This is an optimization exercise on Yosys and OpenROAD, whose aim is small area, a short achievable clock period and few clock cycles per item, not a production implementation. For this run, only the layout was checked, not whether the RTL still works.

### design/flow/design.v
module sha256_engine (
    input  wire         clk,
    input  wire         rst,         
    input  wire         in_valid,
    output wire         in_ready,
    input  wire [31:0]  in_data,
    input  wire         in_init,     
    input  wire         in_sha224,   
    output reg          out_valid,
    output wire [255:0] out_digest
);
    localparam [1:0] S_LOAD  = 2'd0,
                     S_INIT  = 2'd1,
                     S_ROUND = 2'd2,
                     S_FINAL = 2'd3;
    reg [1:0]  state;
    reg [3:0]  word_cnt;
    reg [5:0]  round;
    reg [31:0] h0, h1, h2, h3, h4, h5, h6, h7;
    reg [31:0] a, b, c, d, e, f, g, h;
    reg [31:0] w [0:15];
    integer i;
    reg [31:0] k_t;
    always @(*) begin
        case (round)
            6'd0:    k_t = 32'h428a2f98; 6'd1:    k_t = 32'h71374491;
            6'd2:    k_t = 32'hb5c0fbcf; 6'd3:    k_t = 32'he9b5dba5;
            6'd4:    k_t = 32'h3956c25b; 6'd5:    k_t = 32'h59f111f1;
            6'd6:    k_t = 32'h923f82a4; 6'd7:    k_t = 32'hab1c5ed5;
            6'd8:    k_t = 32'hd807aa98; 6'd9:    k_t = 32'h12835b01;
            6'd10:   k_t = 32'h243185be; 6'd11:   k_t = 32'h550c7dc3;
            6'd12:   k_t = 32'h72be5d74; 6'd13:   k_t = 32'h80deb1fe;
            6'd14:   k_t = 32'h9bdc06a7; 6'd15:   k_t = 32'hc19bf174;
            6'd16:   k_t = 32'he49b69c1; 6'd17:   k_t = 32'hefbe4786;
            6'd18:   k_t = 32'h0fc19dc6; 6'd19:   k_t = 32'h240ca1cc;
            6'd20:   k_t = 32'h2de92c6f; 6'd21:   k_t = 32'h4a7484aa;
            6'd22:   k_t = 32'h5cb0a9dc; 6'd23:   k_t = 32'h76f988da;
            6'd24:   k_t = 32'h983e5152; 6'd25:   k_t = 32'ha831c66d;
            6'd26:   k_t = 32'hb00327c8; 6'd27:   k_t = 32'hbf597fc7;
            6'd28:   k_t = 32'hc6e00bf3; 6'd29:   k_t = 32'hd5a79147;
            6'd30:   k_t = 32'h06ca6351; 6'd31:   k_t = 32'h14292967;
            6'd32:   k_t = 32'h27b70a85; 6'd33:   k_t = 32'h2e1b2138;
            6'd34:   k_t = 32'h4d2c6dfc; 6'd35:   k_t = 32'h53380d13;
            6'd36:   k_t = 32'h650a7354; 6'd37:   k_t = 32'h766a0abb;
            6'd38:   k_t = 32'h81c2c92e; 6'd39:   k_t = 32'h92722c85;
            6'd40:   k_t = 32'ha2bfe8a1; 6'd41:   k_t = 32'ha81a664b;
            6'd42:   k_t = 32'hc24b8b70; 6'd43:   k_t = 32'hc76c51a3;
            6'd44:   k_t = 32'hd192e819; 6'd45:   k_t = 32'hd6990624;
            6'd46:   k_t = 32'hf40e3585; 6'd47:   k_t = 32'h106aa070;
            6'd48:   k_t = 32'h19a4c116; 6'd49:   k_t = 32'h1e376c08;
            6'd50:   k_t = 32'h2748774c; 6'd51:   k_t = 32'h34b0bcb5;
            6'd52:   k_t = 32'h391c0cb3; 6'd53:   k_t = 32'h4ed8aa4a;
            6'd54:   k_t = 32'h5b9cca4f; 6'd55:   k_t = 32'h682e6ff3;
            6'd56:   k_t = 32'h748f82ee; 6'd57:   k_t = 32'h78a5636f;
            6'd58:   k_t = 32'h84c87814; 6'd59:   k_t = 32'h8cc70208;
            6'd60:   k_t = 32'h90befffa; 6'd61:   k_t = 32'ha4506ceb;
            6'd62:   k_t = 32'hbef9a3f7; default: k_t = 32'hc67178f2;
        endcase
    end
    wire [31:0] big_sigma0 = {a[1:0], a[31:2]} ^ {a[12:0], a[31:13]} ^ {a[21:0], a[31:22]};
    wire [31:0] big_sigma1 = {e[5:0], e[31:6]} ^ {e[10:0], e[31:11]} ^ {e[24:0], e[31:25]};
    wire [31:0] ch         = (e & f) ^ (~e & g);
    wire [31:0] maj        = (a & b) ^ (a & c) ^ (b & c);
    wire [31:0] t1         = h + big_sigma1 + ch + k_t + w[0];
    wire [31:0] t2         = big_sigma0 + maj;
    wire [31:0] small_sigma0 = {w[1][6:0], w[1][31:7]} ^ {w[1][17:0], w[1][31:18]} ^ (w[1] >> 3);
    wire [31:0] small_sigma1 = {w[14][16:0], w[14][31:17]} ^ {w[14][18:0], w[14][31:19]} ^ (w[14] >> 10);
    wire [31:0] w_next       = small_sigma1 + w[9] + small_sigma0 + w[0];
    assign in_ready   = (state == S_LOAD);
    assign out_digest = {h0, h1, h2, h3, h4, h5, h6, h7};
    wire accept = in_valid && in_ready;
    always @(posedge clk) begin
        if (rst) begin
            state     <= S_LOAD;
            word_cnt  <= 4'd0;
            round     <= 6'd0;
            out_valid <= 1'b0;
        end else begin
            out_valid <= 1'b0;
            case (state)
                S_LOAD: begin
                    if (accept) begin
                        if (word_cnt == 4'd0 && in_init) begin
                            if (in_sha224) begin
                                h0 <= 32'hc1059ed8; h1 <= 32'h367cd507;
                                h2 <= 32'h3070dd17; h3 <= 32'hf70e5939;
                                h4 <= 32'hffc00b31; h5 <= 32'h68581511;
                                h6 <= 32'h64f98fa7; h7 <= 32'hbefa4fa4;
                            end else begin
                                h0 <= 32'h6a09e667; h1 <= 32'hbb67ae85;
                                h2 <= 32'h3c6ef372; h3 <= 32'ha54ff53a;
                                h4 <= 32'h510e527f; h5 <= 32'h9b05688c;
                                h6 <= 32'h1f83d9ab; h7 <= 32'h5be0cd19;
                            end
                        end
                        for (i = 0; i < 15; i = i + 1)
                            w[i] <= w[i+1];
                        w[15] <= in_data;
                        word_cnt <= word_cnt + 4'd1;
                        if (word_cnt == 4'd15)
                            state <= S_INIT;
                    end
                end
                S_INIT: begin
                    a <= h0; b <= h1; c <= h2; d <= h3;
                    e <= h4; f <= h5; g <= h6; h <= h7;
                    round <= 6'd0;
                    state <= S_ROUND;
                end
                S_ROUND: begin
                    h <= g;
                    g <= f;
                    f <= e;
                    e <= d + t1;
                    d <= c;
                    c <= b;
                    b <= a;
                    a <= t1 + t2;
                    for (i = 0; i < 15; i = i + 1)
                        w[i] <= w[i+1];
                    w[15] <= w_next;
                    round <= round + 6'd1;
                    if (round == 6'd63)
                        state <= S_FINAL;
                end
                S_FINAL: begin
                    h0 <= h0 + a; h1 <= h1 + b; h2 <= h2 + c; h3 <= h3 + d;
                    h4 <= h4 + e; h5 <= h5 + f; h6 <= h6 + g; h7 <= h7 + h;
                    out_valid <= 1'b1;
                    state <= S_LOAD;
                end
            endcase
        end
    end
endmodule
### design/flow/run.sh
#!/bin/bash
# synth_recipe.tcl (not shown) runs the flow's synth.tcl, then flattens the netlist and writes it again
# the make line also repeats each setting of config.mk as NAME=value (left out here)
make -C /OpenROAD-flow-scripts/flow DESIGN_CONFIG=/design/flow/config.mk WORK_HOME=/design/flow/orfs CLKGATE_MAP_FILE= SYNTH_SCRIPT=/design/flow/synth_recipe.tcl finish
### design/flow/config.mk
export PLATFORM = sky130hd
export DESIGN_NAME = sha256_engine
export DESIGN_NICKNAME = sha256_engine
export VERILOG_FILES = /design/flow/design.v
export SDC_FILE = /design/flow/constraint.sdc
export NUM_CORES = 4
export LEC_CHECK = 0
export CAP_MARGIN = 20
export CORE_MARGIN = 2
export CORE_UTILIZATION = 40
export PLACE_DENSITY = 0.6
export SLEW_MARGIN = 20
### design/flow/constraint.sdc
create_clock -name core_clock -period 10.0 [get_ports {clk}]
set_input_delay 2.0000 -clock core_clock [delete_from_list [all_inputs] [get_ports {clk}]]
set_output_delay 2.0000 -clock core_clock [all_outputs]
set_load 0.01 [all_outputs]
==> impl_metrics.tcl <==
set metrics [dict create \
    syn_avg_cell_area_um2 11.84 \
    viasPerCell 5.673 \
    final-setup-viol-count 0 \
    finalNetCount 6323 \
    rows 147 \
    firstDrtPassIters 5 \
    area_growth_pct 14.73 \
    die_h_um 405.5 \
    arrival_ns 8.82 \
    rsz0062_at_grt "no" \
    ys_seq_elements 1069 \
    hp-class "reg -> reg" \
    numCtsBuffers 117 \
    synth_area_um2 64470 \
    post_cts_buffers 0 \
    synth_cell_types 98 \
    largest_reg_flops 512 \
    status "finished clean" \
    coreArea_um2 160400 \
    dp.final_hpwl_um 159000 \
    drv_cap 0 \
    ys_warn_count 2 \
    finish.utilization_pct 46.12 \
    critical_path.max_stage_delay_ns 0.57 \
    grtUsageTotal_pct 25.42 \
    critPathMaxFanout 7 \
    clock_skew_ns 0.06746 \
    wl_per_cell_um 26.70 \
    cts_resized 0 \
    first_global_vias 43350 \
    dieArea_um2 164400 \
    met2_usage_pct 39.74 \
    drc 0 \
    hold_ws_ns 0.3820 \
    fillers 14690 \
    largest-register "w" \
    grt-ovfl-total 0 \
    fp.dieW_um 405.5 \
    tritoncts "yes" \
    endpoint_kind "register" \
    port_buffers 294 \
    syn_inst 5445 \
    synth_enable_flop_cells 1024 \
    vias 45170 \
    crit_top_cell "a21oi_1" \
    first_iter_violations 4840 \
    path_clk_slew_ns 0.06 \
    most-common-layout-cells "1024 x edfxtp_1, 392 x xnor2_1, 392 x ha_1" \
    ys_seq_area_share_pct 49.10 \
    hold_viol 0 \
    cp_top_family "compound AO/OA/AOI/OAI gates" \
    grt_pass1_wl_um 303700 \
    cp_data_required_time_ns 10.51 \
    cts_root_buffer "clkbuf_16" \
    clock_latency_ns 0.80 \
    h-tree-depth 3 \
    max_freq_mhz 120.3 \
    ant_nets 0 \
    crit_type "reg -> reg" \
    clk_path_buf_depth 3 \
    cp_num_buf_inv 3 \
    gp_routability_congestion 0.9704 \
    yosysTopAreaCellShare_pct 47.70 \
    grtUsageMet1_pct 36.38 \
    synth_nets 6071 \
    io_pins 295 \
    synthFlopType "edfxtp_1" \
    post-synth-top-area-cell "edfxtp_1" \
    max_slew_margin_pct 29.26 \
    cts_hold_buf 0 \
    final_common_cell "edfxtp_1" \
    cts.sinks 1069 \
    finalWirelength_um 212600 \
    grt_use_met3_pct 4.250 \
    tightest_slew_ns 1.050 \
    slowest_stage "edfxtp_1" \
    drive_gt1_share_pct 10.02 \
    antenna_found_initial 6 \
    async_reset_ff_share_pct 0 \
    grt_max_degree 178 \
    finalMaxSlewViolations 0 \
    cp-start-kind "register" \
    synth_area_leaders "edfxtp_1 48%, ha_1 7.6%, fa_1 6.1%" \
    initial_core_util_pct 40.19 \
    fin_crit_ns 8.310 \
    busiest_layer "met2" \
    fin_crit_sh_pct 83.10 \
]
-- Yosys cell counts (187+ instances only) --
cell type     n
xnor2_1     392
inv_1       372
a21o_1      197
edfxtp_1   1024
mux2_2      287
clkbuf_1    187
a21oi_1     370
nor2_1      250
ha_1        394
fa_1        195
o21ai_0     316
nand2_1     325
-- metrics by stage --
| step | setup TNS, ns | cell area, µm² | worst slack (ns) | instances |
|---|---|---|---|---|
| 2_1_floorplan | -521.78 | 64510 | -0.9049 | 5445 |
| 3_3_place_gp | 0 | 69850 | 1.839 | 7738 |
| 3_5_place_dp | 0 | 69850 | 1.718 | 7738 |
| 4_1_cts | 0 | 73960 | 1.706 | 7959 |
| 5_1_grt | 0 | 73960 | 1.122 | 7960 |
| 6_report | 0 | 73960 | 1.690 | 7961 |
-- worst paths after layout --
check	depth (start not counted)	end	startpoint	slack, ns
worst max-delay path	31	a[31]	e[27]	1.69
worst min-delay path	0	w[4][19]	w[5][19]	0.38
worst max register to register	31	a[31]	e[27]	1.69
worst min register to register	0	w[4][19]	w[5][19]	0.38
-- area by class of cell --
| type | count | area, µm² | area share (%) |
|---|---|---|---|
| sequential | 1069 | 31650 | 42.79 |
| clock inverter | 72 | 977.2 | 1.321 |
| clock buffer | 149 | 3129 | 4.231 |
| inverter | 375 | 1410 | 1.907 |
| timing repair buffer | 339 | 3368 | 4.554 |
| antenna | 2 | 5.005 | 0.006767 |
| tap | 2160 | 2703 | 3.654 |
| multi-input combinational | 3795 | 30720 | 41.53 |
-- cell families after synthesis --
| kind of cell | synth area share (%) |
|---|---|
| xor gates and xnor gates | 7.878 |
| muxes | 5.176 |
| AOI/OAI and AO/OA | 13.37 |
| and+or+nand+nor | 7.036 |
| DFF | 49.10 |
| adders and majority gates | 14.06 |
| buffers and inverters | 3.387 |
-- metal layers --
layer | wire length, µm | vias up
met4 | 6130 | 4
met3 | 15550 | 298
met5 | 22 | -
met1 | 94530 | 22690
li1 | - | 20400
met2 | 96360 | 1780

-- what the ideal ports hide --
In the flow no input, the clock included, has a driving cell. The finished layout below was timed again as built, in two steps.
Step 1 sets driving cells, clkbuf_16 on the clock port and buf_2 on the other inputs (assumed; they add their load-dependent delay and slew).
Step 2 times the ports against the registers' clock, not the clock port: input delays grow and output delays shrink by t, the midpoint of the rising clock arrivals with the driver on.
Slacks: no drivers / after step 1 / after step 2; pairs: no drivers / after step 1.
shift t [ns]: 0.848
setup slack, ns: 1.690 / 1.690 / 1.690
hold slack, ns: 0.382 / 0.382 / 0.382
worst setup path after step 2: register to register
latest minus earliest clock arrival (ns): 0.069 / 0.068
After both steps setup and hold are still met in this run. For this run, drivers alone change the setup slack by 0.000 ns; drivers and shift together by 0.000 ns.
